This is an optimization exercise on Yosys and OpenROAD, whose aim is small area, a short achievable clock period and few clock cycles per item, not a production implementation.
Only simulation tests tie the RTL to the original design; equivalence was not proved.

==> flow/design.v (outline; a module is shown in full before it is edited, if it fits) <==
// module pi_ctrl: 237 lines
// module pi_mul: 2099 lines
// module bk_add32: 92 lines
// module bk_add33: 93 lines
// module bk_add41: 115 lines
// module bk_add64: 186 lines
// module bk_add65: 187 lines
// module bk_add66: 190 lines
module pi_ctrl (
    input  wire        clk,
    input  wire        rst,           
    input  wire        in_valid,
    output wire        in_ready,
    input  wire [31:0] ref_in,
    input  wire [31:0] fb_in,
    input  wire [31:0] trk_in,
    input  wire [31:0] trken_in,
    input  wire [31:0] lo_in,
    input  wire [31:0] hi_in,
    input  wire [4:0]  conn,          
    input  wire [31:0] kp,            
    input  wire [31:0] kit,           
    input  wire [31:0] lo_p,          
    input  wire [31:0] hi_p,          
    input  wire [4:0]  trk_bit,       
    input  wire        flag_clr,      
    output reg         out_valid,
    output reg  [31:0] y,
    output reg  [31:0] flg,
    output reg         sat
);
  // ...
==> flow/flow/run.sh <==
#!/bin/bash
# The standard layout, with plain buffers (buf_2) on the ports instead of
# the delay buffers buffer_ports would otherwise pick.
set -euo pipefail
export BUFFER_PORTS_ARGS="-buffer_cell sky130_fd_sc_hd__buf_2"
bash standard.sh > standard_flow.log 2>&1
==> flow/standard.sh <==
#!/bin/bash
# synth_recipe.tcl (not shown) runs the flow's synth.tcl, then flattens the netlist and writes it again
# the make line also repeats each setting of config.mk as NAME=value (left out here)
make -C /OpenROAD-flow-scripts/flow DESIGN_CONFIG=/design/flow/config.mk WORK_HOME=/design/flow/orfs CLKGATE_MAP_FILE= SYNTH_SCRIPT=/design/flow/synth_recipe.tcl "${@:-finish}"
==> flow/config.mk <==
export PLATFORM = sky130hd
export DESIGN_NAME = pi_ctrl
export DESIGN_NICKNAME = pi_ctrl
export VERILOG_FILES = /design/flow/design.v
export SDC_FILE = /design/flow/constraint.sdc
export NUM_CORES = 4
export LEC_CHECK = 0
export ABC_AREA = 1
export ABC_CLOCK_PERIOD_IN_PS = 10000
export CAP_MARGIN = 20
export CORE_MARGIN = 2
export CORE_UTILIZATION = 50
export CTS_CLUSTER_DIAMETER = 100
export CTS_CLUSTER_SIZE = 20
export SETUP_SLACK_MARGIN = 2
export SLEW_MARGIN = 20
==> flow/constraint.sdc <==
create_clock -name core_clock -period 44.0 [get_ports {clk}]
set_input_delay 8.8000 -clock core_clock [delete_from_list [all_inputs] [get_ports {clk}]]
set_output_delay 8.8000 -clock core_clock [all_outputs]
set_load 0.01 [all_outputs]
==> run summary, run 1 <==
Worst setup path
Measured in cells, the most critical reg-to-reg path has a length of 37. The nature of the critical path endpoint is an output pin.

Layout
The count of cells in the finished layout, fillers not included, comes to ~15000. Among all cell classes, the greatest summed area belongs to multi-input gates. The register with the most flip-flops in the layout has 65 of them.

The area taken by multi-input logic gates is 0.0697 sq mm. The register fraction of the total cell area is 18.8%. The non-clock inverter count in the final layout is 2076.

The area of all placed cells without fillers is around 0.11 sq mm.

Run status
The run finished with no timing, DRC or antenna violations.

Synth
After synthesis, the largest family of logic cells by area is adder cells. The post-synthesis cell count is 12300. After Yosys synthesis, and, or, nand and nor cells account for 12.5% of the synthesized area.

The top-area cell type share of the netlist area is 19.7%. The main flop type after synthesis is dfxtp_1.

STA
The total count of hold-check failures in the final report was 0. The clock skew is 0.0634 ns. Setup repair after global routing left no endpoint under its margin. The time the worst path needs with I/O delays and setup is 10.03 ns. Derived from the worst setup path, the maximum achievable clock frequency is 99.7 MHz.

GRT
The first global-routing pass estimated 630000 microns of wire.

Floorplanning
401 I/O pins were placed. Row generation in the floorplan step produced roughly 160 rows.

Placed design
The HPWL after detailed placement is 324000 microns.

Route
The sum of routed wire length over all layers is 437000 microns.
Testbench counts, summed over its fixed seeds: cycles 16,547, execs 16,000.
==> module pi_ctrl, before the edit <==
module pi_ctrl (
    input  wire        clk,
    input  wire        rst,           
    input  wire        in_valid,
    output wire        in_ready,
    input  wire [31:0] ref_in,
    input  wire [31:0] fb_in,
    input  wire [31:0] trk_in,
    input  wire [31:0] trken_in,
    input  wire [31:0] lo_in,
    input  wire [31:0] hi_in,
    input  wire [4:0]  conn,          
    input  wire [31:0] kp,            
    input  wire [31:0] kit,           
    input  wire [31:0] lo_p,          
    input  wire [31:0] hi_p,          
    input  wire [4:0]  trk_bit,       
    input  wire        flag_clr,      
    output reg         out_valid,
    output reg  [31:0] y,
    output reg  [31:0] flg,
    output reg         sat
);
    localparam signed [63:0] S64_MAX = 64'sh7FFF_FFFF_FFFF_FFFF;
    localparam signed [63:0] S64_MIN = -64'sh7FFF_FFFF_FFFF_FFFF - 64'sd1;
    reg        rst_q;
    always @(posedge clk) rst_q <= rst;
    reg        rdy_q;                 
    reg        rdy_o;                 
    reg        adjq;                  
    reg        v1;
    reg [31:0] ref1, fb1, trk1, loi1, hii1, lop1, hip1, kp1, kit1;
    reg [4:0]  conn1;
    reg        fclr1;
    reg        track1;                
    assign in_ready = rdy_o;
    wire kp_same = v1 && (kp == kp1);
    always @(posedge clk) begin
        if (rst) begin
            rdy_q <= 1'b1;
            rdy_o <= 1'b1;
            adjq  <= 1'b0;
            v1    <= 1'b0;
        end else begin
            rdy_q <= !(in_valid && rdy_q && !kp_same);
            rdy_o <= !(in_valid && rdy_o && !kp_same);
            adjq  <= in_valid && !adjq && !kp_same;
            if (rdy_q) v1 <= in_valid;
        end
        if (rdy_q) begin
            ref1   <= ref_in;
            fb1    <= fb_in;
            trk1   <= trk_in;
            track1 <= conn[2] && trken_in[trk_bit];
            loi1   <= lo_in;
            hii1   <= hi_in;
            lop1   <= lo_p;
            hip1   <= hi_p;
            kp1    <= kp;
            kit1   <= kit;
            conn1  <= conn;
            fclr1  <= flag_clr;
        end
    end
    wire adjA  = adjq;                
    wire normA = v1 && !adjq;         
    wire signed [31:0] ref_s = ref1;
    wire signed [31:0] fb_s  = conn1[0] ? fb1  : 32'd0;
    wire signed [31:0] trk_s = conn1[1] ? trk1 : 32'd0;
    wire               tracking = track1;
    wire signed [32:0] e_full;
    wire               e_co;
    bk_add33 u_esub (.a({ref_s[31], ref_s}), .b(~{fb_s[31], fb_s}), .cin(1'b1), .s(e_full), .cout(e_co));
    wire signed [31:0] e = (e_full[32] != e_full[31]) ?
                           (e_full[32] ? 32'sh8000_0000 : 32'sh7FFF_FFFF) : e_full[31:0];
    wire signed [31:0] lo_ps = lop1;
    wire signed [31:0] hi_ps = hip1;
    wire signed [31:0] lo_is = loi1;
    wire signed [31:0] hi_is = hii1;
    wire signed [31:0] lo = (conn1[3] && lo_is > lo_ps) ? lo_is : lo_ps;
    wire signed [31:0] hi = (conn1[4] && hi_is < hi_ps) ? hi_is : hi_ps;
    wire signed [32:0] dkp;
    wire               dkp_co;
    bk_add33 u_dkp (.a({kpb[31], kpb}), .b(~{kp1[31], kp1}), .cin(1'b1), .s(dkp), .cout(dkp_co));
    wire kit_nz = |kit1;
    wire e_nz   = |e;
    wire dpos_a = kit_nz && e_nz && (kit1[31] == e[31]);
    wire dneg_a = kit_nz && e_nz && (kit1[31] != e[31]);
    wire [32:0] ey = {e, 1'b0};
    wire [15:0] e_one, e_two, e_neg;
    genvar gi;
    generate for (gi = 0; gi < 16; gi = gi + 1) begin : g_enc
        assign e_one[gi] = ey[2*gi+1] ^ ey[2*gi];
        assign e_two[gi] = (ey[2*gi+2] & ~ey[2*gi+1] & ~ey[2*gi]) | (~ey[2*gi+2] & ey[2*gi+1] & ey[2*gi]);
        assign e_neg[gi] = ey[2*gi+2];
    end endgenerate
    reg        adjb, normb;
    reg [31:0] kpb;
    reg [15:0] y1b, y2b, ynb;
    reg [32:0] xb;
    reg [31:0] lob, hib, trkb;
    reg        trackb, fclrb, dposb, dnegb;
    always @(posedge clk) begin
        if (rst) begin
            adjb  <= 1'b0;
            normb <= 1'b0;
        end else begin
            adjb  <= adjA;
            normb <= normA;
        end
        if (rst_q) begin
            kpb <= 32'd0;
            y1b <= 16'd0;
            y2b <= 16'd0;
            ynb <= 16'd0;
        end else if (normA) begin
            kpb <= kp1;
            y1b <= e_one;
            y2b <= e_two;
            ynb <= e_neg;
        end
        xb     <= adjA ? dkp : {kit1[31], kit1};
        lob    <= lo;
        hib    <= hi;
        trkb   <= trk_s;
        trackb <= tracking;
        fclrb  <= fclr1;
        dposb  <= dpos_a;
        dnegb  <= dneg_a;
    end
    wire [63:0] pa;                   
    wire [64:0] pb;                   
    pi_mul u_mul (.x0(kpb), .x1(xb), .b_one(y1b), .b_two(y2b), .b_neg(ynb), .p0(pa), .p1(pb));
    wire signed [31:0] lo_m  = lob;
    wire signed [31:0] hi_m  = hib;
    wire signed [31:0] trk_m = trkb;
    wire signed [31:0] t_lo  = (trk_m < lo_m) ? lo_m : trk_m;
    wire signed [31:0] t     = (t_lo > hi_m) ? hi_m : t_lo;
    reg        adj2, norm2;
    reg [63:0] kpe2;
    reg [64:0] kd2;
    reg [31:0] lo2, hi2, t2;
    reg        trk2, limt2, fclr2, lohi2, dpos2, dneg2;
    always @(posedge clk) begin
        if (rst) begin
            adj2  <= 1'b0;
            norm2 <= 1'b0;
        end else begin
            adj2  <= adjb;
            norm2 <= normb;
        end
        kpe2  <= pa;
        kd2   <= pb;
        lo2   <= lob;
        hi2   <= hib;
        t2    <= t;
        trk2  <= trackb;
        limt2 <= (t != trk_m);
        fclr2 <= fclrb;
        lohi2 <= lo_m > hi_m;
        dpos2 <= dposb;
        dneg2 <= dnegb;
    end
    reg signed [63:0] i_q;            
    reg               lim_order_q;    
    wire signed [63:0] kpe  = kpe2;
    wire signed [64:0] kd   = kd2;
    wire signed [31:0] lo_c = lo2;
    wire signed [31:0] hi_c = hi2;
    wire signed [64:0] acc = {kpe[63], kpe} + {i_q[63], i_q};
    wire               s_neg  = acc[64];
    wire               rnd_up = acc[23] && (!s_neg || (|acc[22:0]));
    wire signed [40:0] q;
    wire               q_co;
    bk_add41 u_rnd (.a(acc[64:24]), .b(41'd0), .cin(rnd_up), .s(q), .cout(q_co));
    wire               q_hi   = !q[40] && (|q[39:31]);
    wire               q_lo   = q[40] && !(&q[39:31]);
    wire signed [31:0] v = q_hi ? 32'sh7FFF_FFFF : q_lo ? 32'sh8000_0000 : q[31:0];
    wire signed [64:0] k_hi = {{9{hi_c[31]}}, hi_c, 1'b1, 22'd0, hi_c[31]};
    wire               lo_le0 = lo_c[31] || !(|lo_c);
    wire signed [31:0] lo_m1;
    wire               lo_m1_co;
    bk_add32 u_lom1 (.a(lo_c), .b(32'hFFFF_FFFF), .cin(1'b0), .s(lo_m1), .cout(lo_m1_co));
    wire signed [64:0] k_lo = {{9{lo_m1[31]}}, lo_m1, 1'b1, 22'd0, lo_le0};
    wire               v_gt_hi = (acc >= k_hi) && (hi_c != 32'sh7FFF_FFFF);
    wire               v_lt_lo = (acc <  k_lo) && (lo_c != 32'sh8000_0000);
    wire signed [31:0] y_n = v_lt_lo ? (lohi2 ? hi_c : lo_c) : (v_gt_hi ? hi_c : v);
    wire               limited_n = (y_n != v);
    wire               hold  = (v_gt_hi && dpos2) || (v_lt_lo && dneg2);
    wire signed [65:0] sum;
    wire               sum_co;
    bk_add66 u_sum (.a({{2{i_q[63]}}, i_q}), .b({kd[64], kd}), .cin(1'b0), .s(sum), .cout(sum_co));
    wire               sum_ovf = (sum[65:63] != 3'b000) && (sum[65:63] != 3'b111);
    wire signed [63:0] i_sum = !sum_ovf ? sum[63:0] : (sum[65] ? S64_MIN : S64_MAX);
    wire signed [41:0] lo42    = {{10{lo_c[31]}}, lo_c};
    wire signed [41:0] hi42    = {{10{hi_c[31]}}, hi_c};
    wire signed [41:0] i_top   = {{2{i_q[63]}}, i_q[63:24]};
    wire               i_lo_l  = i_top < lo42;
    wire               i_hi_g  = (i_top > hi42) ||
                                 ((i_top == hi42) && (|i_q[23:0]));
    wire signed [41:0] s_top   = sum[65:24];
    wire               s_lo_l  = s_top < lo42;
    wire               s_hi_g  = (s_top > hi42) ||
                                 ((s_top == hi42) && (|sum[23:0]));
    wire               x_lo_l  = hold ? i_lo_l : s_lo_l;
    wire               x_hi_g  = hold ? i_hi_g : s_hi_g;
    wire signed [63:0] lo_acc  = {{8{lo_c[31]}}, lo_c, 24'd0};
    wire signed [63:0] hi_acc  = {{8{hi_c[31]}}, hi_c, 24'd0};
    wire signed [63:0] i_n = x_lo_l ? (lohi2 ? hi_acc : lo_acc) :
                             x_hi_g ? hi_acc : (hold ? i_q : i_sum);
    wire signed [31:0] t_c = t2;
    wire signed [63:0] i_t;
    wire               i_t_co;
    bk_add64 u_it (.a({{8{t_c[31]}}, t_c, 24'd0}), .b(~kpe), .cin(1'b1), .s(i_t), .cout(i_t_co));
    wire lim_sticky = (lim_order_q && !fclr2) || lohi2;
    wire limited    = trk2 ? limt2 : limited_n;
    always @(posedge clk) begin
        if (rst)
            out_valid <= 1'b0;
        else
            out_valid <= norm2;
        if (rst_q) begin
            i_q         <= 64'd0;
            lim_order_q <= 1'b0;
        end else begin
            if (adj2)
                i_q <= i_sum;
            else if (norm2)
                i_q <= trk2 ? i_t : i_n;
            if (norm2)
                lim_order_q <= lim_sticky;
        end
        y   <= trk2 ? t_c : y_n;
        flg <= {16'd0, 7'd0, lim_sticky, 6'd0, trk2, limited};
        sat <= trk2 ? limt2 : (limited_n || q_hi || q_lo);
    end
endmodule
==> inputs of run 2 (changes only) <==
--- a/flow/design.v
+++ b/flow/design.v
@@ -18,26 +18,23 @@
     input  wire        flag_clr,      
     output reg         out_valid,
     output reg  [31:0] y,
     output reg  [31:0] flg,
     output reg         sat
 );
     localparam signed [63:0] S64_MAX = 64'sh7FFF_FFFF_FFFF_FFFF;
     localparam signed [63:0] S64_MIN = -64'sh7FFF_FFFF_FFFF_FFFF - 64'sd1;
-    reg        rst_q;
-    always @(posedge clk) rst_q <= rst;
     reg        rdy_q;                 
     reg        rdy_o;                 
     reg        adjq;                  
     reg        v1;
-    reg [31:0] ref1, fb1, trk1, loi1, hii1, lop1, hip1, kp1, kit1;
-    reg [4:0]  conn1;
+    reg [31:0] ref1, fb1, trk1, trken1, loi1, hii1, lop1, hip1, kp1, kit1;
+    reg [4:0]  conn1, tbit1;
     reg        fclr1;
-    reg        track1;                
     assign in_ready = rdy_o;
     wire kp_same = v1 && (kp == kp1);
     always @(posedge clk) begin
         if (rst) begin
             rdy_q <= 1'b1;
             rdy_o <= 1'b1;
             adjq  <= 1'b0;
             v1    <= 1'b0;
@@ -46,96 +43,87 @@
             rdy_o <= !(in_valid && rdy_o && !kp_same);
             adjq  <= in_valid && !adjq && !kp_same;
             if (rdy_q) v1 <= in_valid;
         end
         if (rdy_q) begin
             ref1   <= ref_in;
             fb1    <= fb_in;
             trk1   <= trk_in;
-            track1 <= conn[2] && trken_in[trk_bit];
+            trken1 <= trken_in;
             loi1   <= lo_in;
             hii1   <= hi_in;
             lop1   <= lo_p;
             hip1   <= hi_p;
             kp1    <= kp;
             kit1   <= kit;
             conn1  <= conn;
+            tbit1  <= trk_bit;
             fclr1  <= flag_clr;
         end
     end
     wire adjA  = adjq;                
     wire normA = v1 && !adjq;         
+    reg signed [31:0] kpu;            
+    reg signed [31:0] eprev;          
     wire signed [31:0] ref_s = ref1;
     wire signed [31:0] fb_s  = conn1[0] ? fb1  : 32'd0;
     wire signed [31:0] trk_s = conn1[1] ? trk1 : 32'd0;
-    wire               tracking = track1;
+    wire               tracking = conn1[2] && trken1[tbit1];
     wire signed [32:0] e_full;
     wire               e_co;
     bk_add33 u_esub (.a({ref_s[31], ref_s}), .b(~{fb_s[31], fb_s}), .cin(1'b1), .s(e_full), .cout(e_co));
     wire signed [31:0] e = (e_full[32] != e_full[31]) ?
                            (e_full[32] ? 32'sh8000_0000 : 32'sh7FFF_FFFF) : e_full[31:0];
     wire signed [31:0] lo_ps = lop1;
     wire signed [31:0] hi_ps = hip1;
     wire signed [31:0] lo_is = loi1;
     wire signed [31:0] hi_is = hii1;
     wire signed [31:0] lo = (conn1[3] && lo_is > lo_ps) ? lo_is : lo_ps;
     wire signed [31:0] hi = (conn1[4] && hi_is < hi_ps) ? hi_is : hi_ps;
     wire signed [32:0] dkp;
     wire               dkp_co;
-    bk_add33 u_dkp (.a({kpb[31], kpb}), .b(~{kp1[31], kp1}), .cin(1'b1), .s(dkp), .cout(dkp_co));
+    bk_add33 u_dkp (.a({kpu[31], kpu}), .b(~{kp1[31], kp1}), .cin(1'b1), .s(dkp), .cout(dkp_co));
     wire kit_nz = |kit1;
     wire e_nz   = |e;
     wire dpos_a = kit_nz && e_nz && (kit1[31] == e[31]);
     wire dneg_a = kit_nz && e_nz && (kit1[31] != e[31]);
-    wire [32:0] ey = {e, 1'b0};
-    wire [15:0] e_one, e_two, e_neg;
-    genvar gi;
-    generate for (gi = 0; gi < 16; gi = gi + 1) begin : g_enc
-        assign e_one[gi] = ey[2*gi+1] ^ ey[2*gi];
-        assign e_two[gi] = (ey[2*gi+2] & ~ey[2*gi+1] & ~ey[2*gi]) | (~ey[2*gi+2] & ey[2*gi+1] & ey[2*gi]);
-        assign e_neg[gi] = ey[2*gi+2];
-    end endgenerate
     reg        adjb, normb;
-    reg [31:0] kpb;
-    reg [15:0] y1b, y2b, ynb;
+    reg [31:0] kpb, yb;
     reg [32:0] xb;
     reg [31:0] lob, hib, trkb;
     reg        trackb, fclrb, dposb, dnegb;
     always @(posedge clk) begin
         if (rst) begin
             adjb  <= 1'b0;
             normb <= 1'b0;
+            kpu   <= 32'd0;
+            eprev <= 32'd0;
         end else begin
             adjb  <= adjA;
             normb <= normA;
+            if (normA) begin
+                kpu   <= kp1;
+                eprev <= e;
+            end
         end
-        if (rst_q) begin
-            kpb <= 32'd0;
-            y1b <= 16'd0;
-            y2b <= 16'd0;
-            ynb <= 16'd0;
-        end else if (normA) begin
-            kpb <= kp1;
-            y1b <= e_one;
-            y2b <= e_two;
-            ynb <= e_neg;
-        end
+        kpb    <= kp1;
         xb     <= adjA ? dkp : {kit1[31], kit1};
+        yb     <= adjA ? eprev : e;
         lob    <= lo;
         hib    <= hi;
         trkb   <= trk_s;
         trackb <= tracking;
         fclrb  <= fclr1;
         dposb  <= dpos_a;
         dnegb  <= dneg_a;
     end
     wire [63:0] pa;                   
     wire [64:0] pb;                   
-    pi_mul u_mul (.x0(kpb), .x1(xb), .b_one(y1b), .b_two(y2b), .b_neg(ynb), .p0(pa), .p1(pb));
+    pi_mul u_mul (.x0(kpb), .x1(xb), .y(yb), .p0(pa), .p1(pb));
     wire signed [31:0] lo_m  = lob;
     wire signed [31:0] hi_m  = hib;
     wire signed [31:0] trk_m = trkb;
     wire signed [31:0] t_lo  = (trk_m < lo_m) ? lo_m : trk_m;
     wire signed [31:0] t     = (t_lo > hi_m) ? hi_m : t_lo;
     reg        adj2, norm2;
     reg [63:0] kpe2;
     reg [64:0] kd2;
@@ -162,17 +150,22 @@
         dneg2 <= dnegb;
     end
     reg signed [63:0] i_q;            
     reg               lim_order_q;    
     wire signed [63:0] kpe  = kpe2;
     wire signed [64:0] kd   = kd2;
     wire signed [31:0] lo_c = lo2;
     wire signed [31:0] hi_c = hi2;
-    wire signed [64:0] acc = {kpe[63], kpe} + {i_q[63], i_q};
+    wire signed [31:0] t_c = t2;
+    wire        [64:0] acc_a = trk2 ? {{9{t_c[31]}}, t_c, 24'd0} : {i_q[63], i_q};
+    wire        [64:0] acc_b = trk2 ? ~{kpe[63], kpe} : {kpe[63], kpe};
+    wire signed [64:0] acc;
+    wire               acc_co;
+    bk_add65 u_acc (.a(acc_a), .b(acc_b), .cin(trk2), .s(acc), .cout(acc_co));
     wire               s_neg  = acc[64];
     wire               rnd_up = acc[23] && (!s_neg || (|acc[22:0]));
     wire signed [40:0] q;
     wire               q_co;
     bk_add41 u_rnd (.a(acc[64:24]), .b(41'd0), .cin(rnd_up), .s(q), .cout(q_co));
     wire               q_hi   = !q[40] && (|q[39:31]);
     wire               q_lo   = q[40] && !(&q[39:31]);
     wire signed [31:0] v = q_hi ? 32'sh7FFF_FFFF : q_lo ? 32'sh8000_0000 : q[31:0];
@@ -203,53 +196,53 @@
     wire               s_hi_g  = (s_top > hi42) ||
                                  ((s_top == hi42) && (|sum[23:0]));
     wire               x_lo_l  = hold ? i_lo_l : s_lo_l;
     wire               x_hi_g  = hold ? i_hi_g : s_hi_g;
     wire signed [63:0] lo_acc  = {{8{lo_c[31]}}, lo_c, 24'd0};
     wire signed [63:0] hi_acc  = {{8{hi_c[31]}}, hi_c, 24'd0};
     wire signed [63:0] i_n = x_lo_l ? (lohi2 ? hi_acc : lo_acc) :
                              x_hi_g ? hi_acc : (hold ? i_q : i_sum);
-    wire signed [31:0] t_c = t2;
-    wire signed [63:0] i_t;
-    wire               i_t_co;
-    bk_add64 u_it (.a({{8{t_c[31]}}, t_c, 24'd0}), .b(~kpe), .cin(1'b1), .s(i_t), .cout(i_t_co));
+    wire signed [63:0] i_t = acc[63:0];
     wire lim_sticky = (lim_order_q && !fclr2) || lohi2;
     wire limited    = trk2 ? limt2 : limited_n;
     always @(posedge clk) begin
-        if (rst)
-            out_valid <= 1'b0;
-        else
-            out_valid <= norm2;
-        if (rst_q) begin
+        if (rst) begin
             i_q         <= 64'd0;
             lim_order_q <= 1'b0;
+            out_valid   <= 1'b0;
         end else begin
+            out_valid <= norm2;
             if (adj2)
                 i_q <= i_sum;
             else if (norm2)
                 i_q <= trk2 ? i_t : i_n;
             if (norm2)
                 lim_order_q <= lim_sticky;
         end
         y   <= trk2 ? t_c : y_n;
         flg <= {16'd0, 7'd0, lim_sticky, 6'd0, trk2, limited};
         sat <= trk2 ? limt2 : (limited_n || q_hi || q_lo);
     end
 endmodule
 module pi_mul (
     input  wire [31:0] x0,
     input  wire [32:0] x1,
-    input  wire [15:0] b_one,
-    input  wire [15:0] b_two,
-    input  wire [15:0] b_neg,
+    input  wire [31:0] y,
     output wire [63:0] p0,
     output wire [64:0] p1
 );
+    wire [32:0] yy = {y, 1'b0};
+    wire [15:0] b_one, b_two, b_neg;
     genvar g;
+    generate for (g = 0; g < 16; g = g + 1) begin : enc
+        assign b_one[g] = yy[2*g+1] ^ yy[2*g];
+        assign b_two[g] = (yy[2*g+2] & ~yy[2*g+1] & ~yy[2*g]) | (~yy[2*g+2] & yy[2*g+1] & yy[2*g]);
+        assign b_neg[g] = yy[2*g+2];
+    end endgenerate
     wire [33:0] xe0 = {x0[31], x0, 1'b0};
     wire [32:0] pp0_0;
     generate for (g = 0; g < 33; g = g + 1) begin : gsel0_0
         assign pp0_0[g] = ((b_one[0] & xe0[g+1]) | (b_two[0] & xe0[g])) ^ b_neg[0];
     end endgenerate
     wire [32:0] pp0_1;
     generate for (g = 0; g < 33; g = g + 1) begin : gsel0_1
         assign pp0_1[g] = ((b_one[1] & xe0[g+1]) | (b_two[1] & xe0[g])) ^ b_neg[1];
==> flow/run.sh (new file) <==
#!/bin/bash
# synth_recipe.tcl (not shown) runs the flow's synth.tcl, then flattens the netlist and writes it again
# the make line also repeats each setting of config.mk as NAME=value (left out here)
make -C /OpenROAD-flow-scripts/flow DESIGN_CONFIG=/design/flow/config.mk WORK_HOME=/design/flow/orfs CLKGATE_MAP_FILE= SYNTH_SCRIPT=/design/flow/synth_recipe.tcl finish
==> flow/config.mk (replaced) <==
export PLATFORM = sky130hd
export DESIGN_NAME = pi_ctrl
export DESIGN_NICKNAME = pi_ctrl
export VERILOG_FILES = /design/flow/design.v
export SDC_FILE = /design/flow/constraint.sdc
export NUM_CORES = 4
export LEC_CHECK = 0
export ABC_AREA = 1
export ABC_CLOCK_PERIOD_IN_PS = 10000
export CAP_MARGIN = 20
export CORE_MARGIN = 2
export CORE_UTILIZATION = 50
export SETUP_SLACK_MARGIN = 2
export SLEW_MARGIN = 20
removed: flow/flow/run.sh
removed: flow/standard.sh
==> run summary, run 2 <==
Placed design
The number of buffers added on ports was 371 (unchanged). The placer's final routability congestion estimate came to 1.05 (was 1.02). The half-perimeter wire length of the detailed placement result was 306000 microns (was 324000 microns).

The total instance count after detailed placement is 14400 (was 14900). The setup slack at placement is 32.37 ns (was 33.53 ns).

Route
The detail-routed via count per cell is 6.07 (was 6.20). The average wire length per cell after detail routing is 27.9 microns (was 29.2 microns). The number of detailed-routing iterations run before antenna repair is 7 (was 9). The sum of routed wire length over all layers came to 407000 microns (was 437000 microns). The routed length on met1 is 154000 microns (was 162000 microns). The final antenna-violating net count was 0 (unchanged). The top routing layer in use was met5 (unchanged). The post-route DRC violation count is 0 (unchanged).

The detailed router's first-iteration violation count was 10900 (was 11900). The wire length on met2 came to 170000 microns (was 186000 microns). The total number of vias came to 88700 (was 92800).

The routed length on met3 is 51800 microns (was 51100 microns).

Floorplanning
The effective utilization at floorplan is 50.4% (was 50.2%). The die area is 0.203 sq mm (was 0.204 sq mm). The placeable core region was 0.198 sq mm (was 0.199 sq mm).

The count of standard-cell rows is 163 (was 164). The number of top-level design ports came to 401 (unchanged). The y dimension of the die is 450 microns (was 452 microns).

The width of the die is 450 microns (was 452 microns).

Synth
The most numerous cell in the Yosys netlist is inv_1 (unchanged). The fraction of the yosys area taken by sequential cells is 22.1% (was 19.9%). The distinct cell type count after synthesis is 65 (was 69). The fraction of synthesis flops using an asynchronous set or reset pin is 0% (unchanged).

The top-area cell type share of the netlist area is 20.1% (was 19.7%). The mapped cell area came to 0.0995 sq mm (was 0.100 sq mm). The leading area contributor after synthesis was fa_1 (unchanged). Most numerous cell types in the synthesized netlist: 1898 x inv_1, 1754 x nand2_1, 1154 x xor2_1 (was 2007 x inv_1, 1805 x nand2_1, 1198 x xor2_1). The yosys synthesis warning count is 1 (unchanged). The number of synthesized register bits came to 933 (was 849). The number of enable-type register cells in the synthesized netlist was 331 (was 294). The average cell area after synthesis came to 8.35 sq um (was 8.14 sq um). Dominant cells by area after synthesis: fa_1 20%, dfxtp_1 12%, ha_1 11% (was fa_1 20%, ha_1 11%, dfxtp_1 11%).

The main flop type after synthesis was dfxtp_1 (unchanged). The post-synthesis cell count is 11900 (was 12300).

GRT
The initial antenna violation count is 35 (was 26). The via count of the first global-routing pass is 87600 (was 92600). The total congestion overflow was 0 (unchanged). The largest net degree at the start of global routing came to 80 (was 95). The global-route usage over all layers was 39.4% (was 42.1%). The wire length of the first global-routing pass was 590000 microns (was 630000 microns).

Worst setup path
The nature of the critical path endpoint is a flip-flop (was output pin). By instance count, the cell type seen most on the critical path is nand2_1. The element type at the critical path start was a flip-flop (unchanged). The cell with the largest stage delay on the worst path is buf_4 (was dfxtp_1). The category of the critical setup timing path was flip-flop to flip-flop (was flip-flop to output pin).

The highest net fanout along the worst path came to 53 (was 1). The data arrival at the endpoint of the critical path is 12.56 ns (was 1.23 ns). The longest individual stage delay on the worst path is 0.74 ns (was 0.34 ns). The data required time of the critical path is 44.66 ns (was 35.20 ns).

Clock network
The master cell of the clock root buffer was clkbuf_16 (unchanged). The clock tree from TritonCTS is done (unchanged). The clock latency on the worst-skew pair is 0.77 ns (was 0.78 ns). The CTS buffer count is 104 (was 58). The clock transition time at the flip-flop clock pins of the worst setup and hold paths is 0.06 ns (was 0.09 ns).

The number of buffers on the longest clock path is 3 (unchanged). The total number of clock tree sinks is 933 (was 849). The hold buffer count at cts was 0 (unchanged). The H-tree depth reported by CTS was 3 (was 2). The number of buffers added for setup after CTS is 0 (unchanged).

The number of instances resized during post-cts repair is 0 (unchanged).

Layout
The area growth from synthesis to layout is 9.66% (was 6.02%). The most common cell after layout, fill and taps aside is inv_1 (unchanged). The area taken by multi-input logic gates was 0.0677 sq mm (was 0.0697 sq mm). The count of placed standard cells in the final layout, fillers left out came to 14600 (was 15000). The number of filler cells placed in the layout is 18300 (was 19000). The register bank with the most flops is kd2 (unchanged). The flip-flop count of the largest register after layout is 65 (unchanged). Most frequent cells in the layout: 1888 x inv_1, 1742 x nand2_1, 1154 x xor2_1 (was 1993 x inv_1, 1805 x nand2_1, 1198 x xor2_1). The core occupancy in the finished layout is 55.2% (was 53.2%).

Largest registers: kd2: 65 flops, i_q: 64 flops, kpe2: 64 flops (unchanged). The fraction of final layout cells with drive strength greater than 1 is 4.41% (was 6.74%). The net count reported at finish was 14100 (was 14500). The area used by sequential logic in the layout came to 0.0220 sq mm (was 0.0200 sq mm).

STA
The setup total negative slack is 0 ns (unchanged). The final worst setup slack is 32.10 ns (was 33.97 ns). The final number of max-transition violations was 0 (unchanged).

The final count of negative-setup-slack endpoints came to 0 (unchanged). The time the worst path needs with I/O delays and setup is 11.90 ns (was 10.03 ns). The total count of hold-check failures in the final report was 0 (unchanged). The remaining max-slew budget at the tightest pin is 16.5% (was 22.8%). RSZ-0062 raised after global routing: no (unchanged).

The maximum achievable frequency is 84.0 MHz (was 99.7 MHz). The worst-margin pin slew came to 1.25 ns (was 1.15 ns). The final worst-path cycle share was 27.1% (was 22.8%).

The clock skew is 0.0336 ns (was 0.0634 ns).

Hold path
The class of the worst hold path is flip-flop to flip-flop (unchanged).

Job
The max-capacitance violation count is 0 (unchanged).

Run status
Run status: no timing/DRC/antenna violations (unchanged).
## run 2: cell types whose count changed in the layout (fill, tap and decap cells not counted), moves of 44 or more
| cell | before | now |
|---|---|---|
| buf_2 | 371 | 0 |
| clkdlybuf4s50_1 | 0 | 370 |
| inv_1 | 1993 | 1888 |
| o21ai_0 | 534 | 443 |
| nand2_1 | 1805 | 1742 |
| o22ai_1 | 1016 | 958 |
| clkbuf_16 | 59 | 115 |
| ha_1 | 916 | 863 |
| dfxtp_1 | 537 | 585 |
| xor2_1 | 1198 | 1154 |
## run 2: final cells by class
cell class	instances	share of cell area, %
antenna	11	0.0252
clock buffer	146	2.86
clock inverter	48	0.495
inverter	1920	6.61
multi-input combinational	8346	62.0
sequential	933	20.2
tap	2640	3.03
timing repair buffer	567	4.79
## run 2: cells by family after synthesis
| logic type | count (synthesis) | synth area share, % |
|---|---|---|
| compound gates | 2349 | 13.9 |
| xor+xnor | 1258 | 11.1 |
| fa+ha+maj | 1860 | 30.9 |
| buf+inv | 2668 | 10.3 |
| flops | 933 | 22.1 |
| mux | 6 | 0.0603 |
| other cells | 1 | 0.00377 |
| simple gates | 2844 | 11.7 |
## run 2: path summary, 6_finish.rpt
check | endpoint | startpoint | slack [ns] | depth (start not counted)
worst max-delay path | i_q[62] | trk2 | 32.10 | 48
worst min-delay path | dpos2 | dposb | 0.32 | 0
worst max register to register | i_q[62] | trk2 | 32.10 | 48
worst min register to register | dpos2 | dposb | 0.32 | 0
## run 2: per-layer routing
metal | track usage [%] | up-vias
met5 | 0 | -
met2 | 58.4 | 5813
met3 | 13.2 | 1500
li1 | - | 38800
met1 | 49.6 | 42600
met4 | 23.9 | 28
## run 2: stage by stage
stage | instance area [sq um] | hold WS [ns]
floorplan | 99600 | 0.310
global placement | 105000 | 0.314
detailed placement | 105000 | 0.314
CTS | 109000 | 0.314
global route | 109000 | 0.334
finish | 109000 | 0.316
## run 2: critical path, delay by kind of cell (launching register included)
kind	cells	cell delay, ns
XOR/XNOR	1	0.26
adder cells (fa/ha/maj)	3	0.94
AO/OA/AOI/OAI	5	1.36
buffers and inverters	11	3.60
flip-flops	1	0.68
AND/OR/NAND/NOR	28	4.68
Testbench counts of run 2, summed over its fixed seeds: cycles 16,547, execs 16,000.

separate check: timing with driven ports:
No port has a modelled driver above. Below, the same layouts with a new extraction and two added sets of constraints. Step 1 assumes that a clkbuf_16 drives the clock port and a buf_2 every other input. Step 2 moves the port delays by t, midway between the first and last clock arrival at a register: inputs arrive t later, outputs are due t later. That takes back most of the time a late clock gives input paths. a / b / c = ideal ports / drivers / drivers and shift; a / b = the first two.
run | shift t [ns] | slack for setup (ns) | worst hold slack (ns) | clock arrival spread, ns | pins driven straight from the clock port
run 1 | 0.835 | 33.969 / 33.878 / 33.521 | 0.337 / 0.337 / 0.337 | 0.063 / 0.064 | 1
run 2 | 0.844 | 32.096 / 32.096 / 32.096 | 0.316 / 0.316 / 0.316 | 0.034 / 0.034 | 1
After both steps every run listed still meets setup and hold. The setup slack of run 1, which loses most, moves by -0.091 ns with the drivers and by -0.448 ns with both steps.
